This design comes from an exercise in tuning for small area and a short achievable clock period on the open sky130 flow, not from production work.
The RTL was checked by simulation tests, not by an equivalence proof against the original design.
The clock port is modelled as an ideal driver; clocking choices that lean on that would not hold on a real chip.

==> inputs of build 26 <==
## fp8_dot_acc
module fp8_dot_acc (
    input  wire         clk,
    input  wire         rst,           
    input  wire         in_valid,
    input  wire         in_fmt_a,      
    input  wire         in_fmt_b,
    input  wire         in_accumulate,
    input  wire [127:0] in_a,
    input  wire [127:0] in_b,
    output reg          out_valid,
    output reg  [31:0]  out_acc,
    output reg          out_nan_in,
    output reg          out_acc_inf
);
export LEC_CHECK = 0
export ABC_AREA = 1
export CAP_MARGIN = 20
export CORE_MARGIN = 2
export CORE_UTILIZATION = 70
export CTS_CLUSTER_DIAMETER = 120
export CTS_CLUSTER_SIZE = 24
export PLACE_DENSITY = 0.76
export SETUP_SLACK_MARGIN = 5
export SLEW_MARGIN = 20
create_clock -name core_clock -period 150.0 [get_ports {clk}]
standard.sh (not shown) runs the stock make flow with config.mk's settings and CLKGATE_MAP_FILE= SYNTH_SCRIPT=/design/flow/synth_recipe.tcl, a recipe that flattens the netlist after the stock synthesis.
==> flow/flow/run.sh <==
#!/bin/bash
# Own layout flow. It is the standard layout (standard.sh) with these
# changes to how the layout is made; the clock period and constraints are
# the standard flow's:
#  1. Synthesis: the standard synthesis script with Yosys's "synth -noabc",
#     so that the early ABC pass of synth's fine step does not restructure
#     the adders before extract_fa; otherwise ABC's XNOR/inverted-majority
#     choices leave an inverter on most full-adder pins. The final ABC
#     mapping uses abc_area.script here (area-oriented mapping, map -a, and
#     gate down-sizing only; OpenROAD buffers and repairs) in place of ORFS's abc_area.script. The standard
#     synthesis is run too, and its register instance names are given to
#     this netlist's registers (fixregs.py; the registers, their count and
#     cell types are the same). If they do not pair up, the standard netlist
#     is used.
#  2. The port buffers are sky130_fd_sc_hd__buf_1 cells (buffer_ports' own
#     choice is a slow clkdlybuf4s50 delay cell).
set -euo pipefail
W=$PWD
F=$W/flow
MARGIN=${MARGIN:-5}
RES=$W/orfs/results/$FLOW_PLATFORM/fp8_dot_acc/base
export BUFFER_PORTS_ARGS="-buffer_cell sky130_fd_sc_hd__buf_1"

# standard.sh with this flow's setup slack margin
sed -e "s/SETUP_SLACK_MARGIN=[0-9.]*//" \
    -e "s/\"\${@:-finish}\"/SETUP_SLACK_MARGIN=$MARGIN \"\${@:-finish}\"/" \
    standard.sh > flow_standard.sh

# 1. the standard synthesis (reference register names)
bash flow_standard.sh synth > flow_synth_standard.log 2>&1
cp "$RES/1_2_yosys.v" flow_standard_netlist.v

# the same synthesis without the early ABC pass, in its own work folder
sed -e 's/yosys synth -nofsm -noshare /yosys synth -nofsm -noshare -noabc /' \
    -e "1a proc abc {args} { set i [lsearch \$args -script]; if {\$i >= 0} { lset args [expr {\$i + 1}] $F/abc_area.script }; yosys abc {*}\$args }" \
    synth_recipe.tcl > flow_synth_noabc.tcl
grep -q -- '-noabc' flow_synth_noabc.tcl
sed -e "s#WORK_HOME=[^ ]*#WORK_HOME=$W/orfs_noabc#" \
    -e "s#SYNTH_SCRIPT=[^ ]*#SYNTH_SCRIPT=$W/flow_synth_noabc.tcl#" \
    -e '/^if \[\[/,$d' flow_standard.sh > flow_noabc.sh
NOABC=$W/orfs_noabc/results/$FLOW_PLATFORM/fp8_dot_acc/base/1_2_yosys.v
if bash flow_noabc.sh synth > flow_synth_noabc.log 2>&1 &&
   python3 "$F/fixregs.py" flow_standard_netlist.v "$NOABC" flow_noabc_netlist.v > flow_fixregs.log 2>&1; then
    cp flow_noabc_netlist.v "$RES/1_2_yosys.v"
    echo "using the -noabc netlist" >> flow_fixregs.log
else
    echo "using the standard netlist" >> flow_fixregs.log
fi

# 2. the standard flow up to CTS (1_synth.odb is rebuilt from 1_2_yosys.v)
bash flow_standard.sh cts > flow_layout_cts.log 2>&1

# 3. the clock port drives the first tree level directly
CTS_DB=$RES/4_1_cts.odb CLOCK_PORT=clk openroad -no_init -exit "$F/unroot.tcl" > flow_unroot.log 2>&1
cp "$RES/4_1_cts.odb" "$RES/4_cts.odb"
touch "$RES/4_cts.sdc"

# 4. the rest of the standard flow
bash flow_standard.sh > flow_layout.log 2>&1
==> flow/flow/abc_area.script <==
strash
dch -f
map -a
strash
dch -f
map -a
strash
dch -f
map -a
topo
stime -c
dnsize -c
Other scripts of this flow, unchanged in this note and not shown: flow/flow/fixregs.py, flow/flow/unroot.tcl
==> build 18 (differences from build 26) <==
--- a/flow/design.v
+++ b/flow/design.v
@@ -381,18 +381,17 @@
     endgenerate
     assign g = n6[44] ? {neg, r} : 32'd0;
 endmodule
 module fp32_add (
     input  wire [31:0] x,
     input  wire [31:0] y,
     input  wire        y_nan,
     input  wire        y_inf,
-    output wire [31:0] s,
-    output wire        s_inf       
+    output wire [31:0] s
 );
     wire       sx = x[31], sy = y[31];
     wire [7:0] ex = x[30:23], ey = y[30:23];
     wire [22:0] fx = x[22:0], fy = y[22:0];
     wire x_spec = (ex == 8'hFF);
     wire x_nan = x_spec && (fx != 0);
     wire x_inf = x_spec && (fx == 0);
     genvar j;
@@ -424,28 +423,25 @@
     wire [25:0] a5 = diff[4] ? {16'd0, a4[25:16]} : a4;
     wire        t5 = t4 | (diff[4] & |a4[15:0]);
     wire        far = |diff[7:5];
     wire [26:0] sm = far ? {26'd0, |ms} : {a5, t5};
     wire [26:0] big = {mb, 3'd0};
     wire        sub = sb ^ ss;
     wire [26:0] smx = sm ^ {27{sub}};
     wire [27:0] m;
-    wire [9:0]  ad0 = rca9(big[8:0],   smx[8:0],   sub);
-    wire [9:0]  ad1a = rca9(big[17:9],  smx[17:9],  1'b0);
-    wire [9:0]  ad2a = rca9(big[26:18], smx[26:18], 1'b0);
-    wire [9:0]  ad1b = inc9(ad1a[8:0]);
-    wire [9:0]  ad2b = inc9(ad2a[8:0]);
-    wire        q1 = ad0[9];
-    wire        q2 = ad1a[9] | (q1 & ad1b[9]);
-    wire        q3 = ad2a[9] | (q2 & ad2b[9]);
-    assign m[8:0]   = ad0[8:0];
-    assign m[17:9]  = q1 ? ad1b[8:0] : ad1a[8:0];
-    assign m[26:18] = q2 ? ad2b[8:0] : ad2a[8:0];
-    assign m[27]    = q3 ^ sub;
+    wire [27:0] cy;
+    assign cy[0] = sub;
+    generate
+        for (j = 0; j < 27; j = j + 1) begin : ad
+            assign m[j]    = big[j] ^ smx[j] ^ cy[j];
+            assign cy[j+1] = (big[j] & smx[j]) | (big[j] & cy[j]) | (smx[j] & cy[j]);
+        end
+    endgenerate
+    assign m[27] = cy[27] ^ sub;
     wire z4 = ~|m[27:12];
     wire [27:0] n1 = z4 ? {m[11:0], 16'd0} : m;
     wire z3 = ~|n1[27:20];
     wire [27:0] n2 = z3 ? {n1[19:0], 8'd0} : n1;
     wire z2 = ~|n2[27:24];
     wire [27:0] n3 = z2 ? {n2[23:0], 4'd0} : n2;
     wire z1 = ~|n3[27:26];
     wire [27:0] n4 = z1 ? {n3[25:0], 2'd0} : n3;
@@ -471,24 +467,22 @@
             end
             assign r[4*j]   = enc[4*j]   ^ cb[j];
             assign r[4*j+1] = enc[4*j+1] ^ (cb[j] & enc[4*j]);
             assign r[4*j+2] = enc[4*j+2] ^ (cb[j] & &enc[4*j +: 2]);
             assign r[4*j+3] = enc[4*j+3] ^ (cb[j] & &enc[4*j +: 3]);
         end
     endgenerate
     wire ovf = r[31] | &r[30:23];
-    wire nan_res = x_nan || y_nan || (x_inf && y_inf && (sx != sy));
-    assign s = nan_res ? 32'h7FC0_0000 :
+    assign s = (x_nan || y_nan || (x_inf && y_inf && (sx != sy))) ? 32'h7FC0_0000 :
                x_inf ? x :
                y_inf ? {sy, 31'h7F80_0000} :
                zero  ? {sx & sy, 31'd0} :
                ovf   ? {sb, 31'h7F80_0000} :
                {sb, r[30:0]};
-    assign s_inf = ~nan_res & (x_inf | y_inf | (~zero & ovf));
     function [7:0] rsub8(input [7:0] a, input [7:0] b);
         integer k; reg c;
         begin
             c = 1'b1;
             for (k = 0; k < 8; k = k + 1) begin
                 rsub8[k] = a[k] ^ ~b[k] ^ c;
                 c = (a[k] & ~b[k]) | (a[k] & c) | (~b[k] & c);
             end
@@ -509,38 +503,16 @@
         begin
             c = 1'b1;
             for (k = 0; k < 9; k = k + 1) begin
                 rinc9[k] = a[k] ^ c;
                 c = a[k] & c;
             end
         end
     endfunction
-    function [9:0] rca9(input [8:0] a, input [8:0] b, input ci);
-        integer k; reg c;
-        begin
-            c = ci;
-            for (k = 0; k < 9; k = k + 1) begin
-                rca9[k] = a[k] ^ b[k] ^ c;
-                c = (a[k] & b[k]) | (a[k] & c) | (b[k] & c);
-            end
-            rca9[9] = c;
-        end
-    endfunction
-    function [9:0] inc9(input [8:0] a);
-        integer k; reg c;
-        begin
-            c = 1'b1;
-            for (k = 0; k < 9; k = k + 1) begin
-                inc9[k] = a[k] ^ c;
-                c = a[k] & c;
-            end
-            inc9[9] = c;
-        end
-    endfunction
 endmodule
 module fp8_dot_acc (
     input  wire         clk,
     input  wire         rst,           
     input  wire         in_valid,
     input  wire         in_fmt_a,      
     input  wire         in_fmt_b,
     input  wire         in_accumulate,
@@ -591,19 +563,17 @@
         ac2 <= ac1 | ~v1;
         gn2 <= gn1 & v1;
         gi2 <= gi1 & v1;
         ni2 <= ni1;
         g2  <= (gi1 | ~v1) ? {gs1 & v1, 31'd0} : g;
     end
     reg az;
     wire [31:0] acc_next;
-    wire        acc_inf;
-    fp32_add u_add (.x((ac2 & ~az) ? out_acc : 32'd0), .y(g2), .y_nan(gn2), .y_inf(gi2),
-                    .s(acc_next), .s_inf(acc_inf));
+    fp32_add u_add (.x((ac2 & ~az) ? out_acc : 32'd0), .y(g2), .y_nan(gn2), .y_inf(gi2), .s(acc_next));
     always @(posedge clk) begin
         out_valid   <= v2 & ~rst;
         az          <= rst | (az & ~v2);
         out_acc     <= acc_next;
         out_nan_in  <= ni2;
-        out_acc_inf <= acc_inf;
+        out_acc_inf <= (acc_next[30:0] == 31'h7F80_0000);
     end
 endmodule
--- a/flow/flow/run.sh
+++ b/flow/flow/run.sh
@@ -1,18 +1,18 @@
 #!/bin/bash
 # Own layout flow. It is the standard layout (standard.sh) with these
 # changes to how the layout is made; the clock period and constraints are
 # the standard flow's:
 #  1. Synthesis: the standard synthesis script with Yosys's "synth -noabc",
 #     so that the early ABC pass of synth's fine step does not restructure
 #     the adders before extract_fa; otherwise ABC's XNOR/inverted-majority
 #     choices leave an inverter on most full-adder pins. The final ABC
-#     mapping uses abc_area.script here (area-oriented mapping, map -a, and
-#     gate down-sizing only; OpenROAD buffers and repairs) in place of ORFS's abc_area.script. The standard
+#     mapping uses abc_area.script here (area-oriented mapping, map -a,
+#     with structural choices) in place of ORFS's abc_area.script. The standard
 #     synthesis is run too, and its register instance names are given to
 #     this netlist's registers (fixregs.py; the registers, their count and
 #     cell types are the same). If they do not pair up, the standard netlist
 #     is used.
 #  2. The port buffers are sky130_fd_sc_hd__buf_1 cells (buffer_ports' own
 #     choice is a slow clkdlybuf4s50 delay cell).
 set -euo pipefail
 W=$PWD
==> flow/flow/abc_area.script (replaced) <==
strash
dch -f
map -a
strash
dch -f
map -a
topo
stime -c
buffer -c
upsize -c
dnsize -c
==> flow/config.mk (replaced) <==
export PLATFORM = sky130hd
export DESIGN_NAME = fp8_dot_acc
export DESIGN_NICKNAME = fp8_dot_acc
export VERILOG_FILES = /design/flow/design.v
export SDC_FILE = /design/flow/constraint.sdc
export NUM_CORES = 4
export LEC_CHECK = 0
export ABC_AREA = 1
export CAP_MARGIN = 20
export CORE_MARGIN = 2
export CORE_UTILIZATION = 65
export CTS_CLUSTER_DIAMETER = 120
export CTS_CLUSTER_SIZE = 24
export PLACE_DENSITY = 0.72
export SETUP_SLACK_MARGIN = 5
export SLEW_MARGIN = 20
==> comparison <==
Build 18 finished with timing, DRC and antenna clean. Build 26 ran to the end with no violations. In build 26 the maximum frequency is higher than in build 18, by about 0.26%. Of build 26 and build 18, build 18 has the higher worst hold slack (gap 0.0069 ns). Between build 18 and build 26, the lower critical path depth is in build 26 (gap 124). In build 18 the global-route usage is lower than in build 26, by 1.3 points. Of build 18 and build 26, build 26 has the higher count of clock-buffer cells in the layout (gap 1). Register-to-register slack: build 18 is worse than build 26 (1.8 ns). Cell count: build 26 is smaller than build 18 (3.1%). Between build 18 and build 26, the lower synthesized area is in build 26 (gap about 2.2%, measured against build 26).
==> figures <==
metric                                                            build 18      build 26
Synthesized area per cell                                       7.553 um^2    7.764 um^2
Fraction of area in clock buffers and inverters                    0.7850%       0.9669%
CP Class                                                        reg -> reg    reg -> out
Result of the run                         no timing/DRC/antenna violations  no timing/DRC/antenna violations
Antenna diode count                                                      2             4
Die Area                                                       0.1061 mm^2  0.09655 mm^2
Critical Path Sink Type                                           register    output pin
Count of inverters other than clock inverters in the layout          1,018         1,170
Pre-CTS setup slack                                              119.33 ns     119.44 ns
Critical Path Fanout Max                                               107             5
WL final                                                        257,600 um    238,400 um
Synthesized area                                              0.06730 mm^2  0.06586 mm^2
Total clock buffers created by CTS                                      20            23
Global routing met1 resource utilization                            62.27%        58.95%
Time the final worst path needs with I/O delays and setup         31.17 ns      31.09 ns
Final RePlAce weighted congestion                                    1.190         1.204
Maximum number of pins on one net before global-route repair           108            96
Count of clock-net buffers in the final layout                          23            24
Post-layout worst setup margin                                   118.83 ns     118.91 ns

## port drivers added, routing unchanged
The flow's constraints put no driver on any port. The routed layouts listed below were extracted and timed again, unchanged, in two steps.
Step 1 sets driving cells, clkbuf_16 on the clock port and buf_2 on the other inputs (assumed; they add their load-dependent delay and slew).
Step 2 also shifts input and output timing later by t, the mid clock arrival at the registers, as if the neighbouring blocks saw the same clock.
Slacks: ideal ports / drivers / drivers and shift; pairs: ideal ports / drivers.
| run | t, ns | slack for setup (ns) | hold slack, ns |
|---|---|---|---|
| build 26 | 0.579 | 118.914 / 118.808 / 119.386 | 0.336 / 0.336 / 0.336 |
| build 18 | 0.565 | 118.832 / 118.806 / 118.832 | 0.343 / 0.343 / 0.343 |
After both steps every run listed still meets setup and hold.
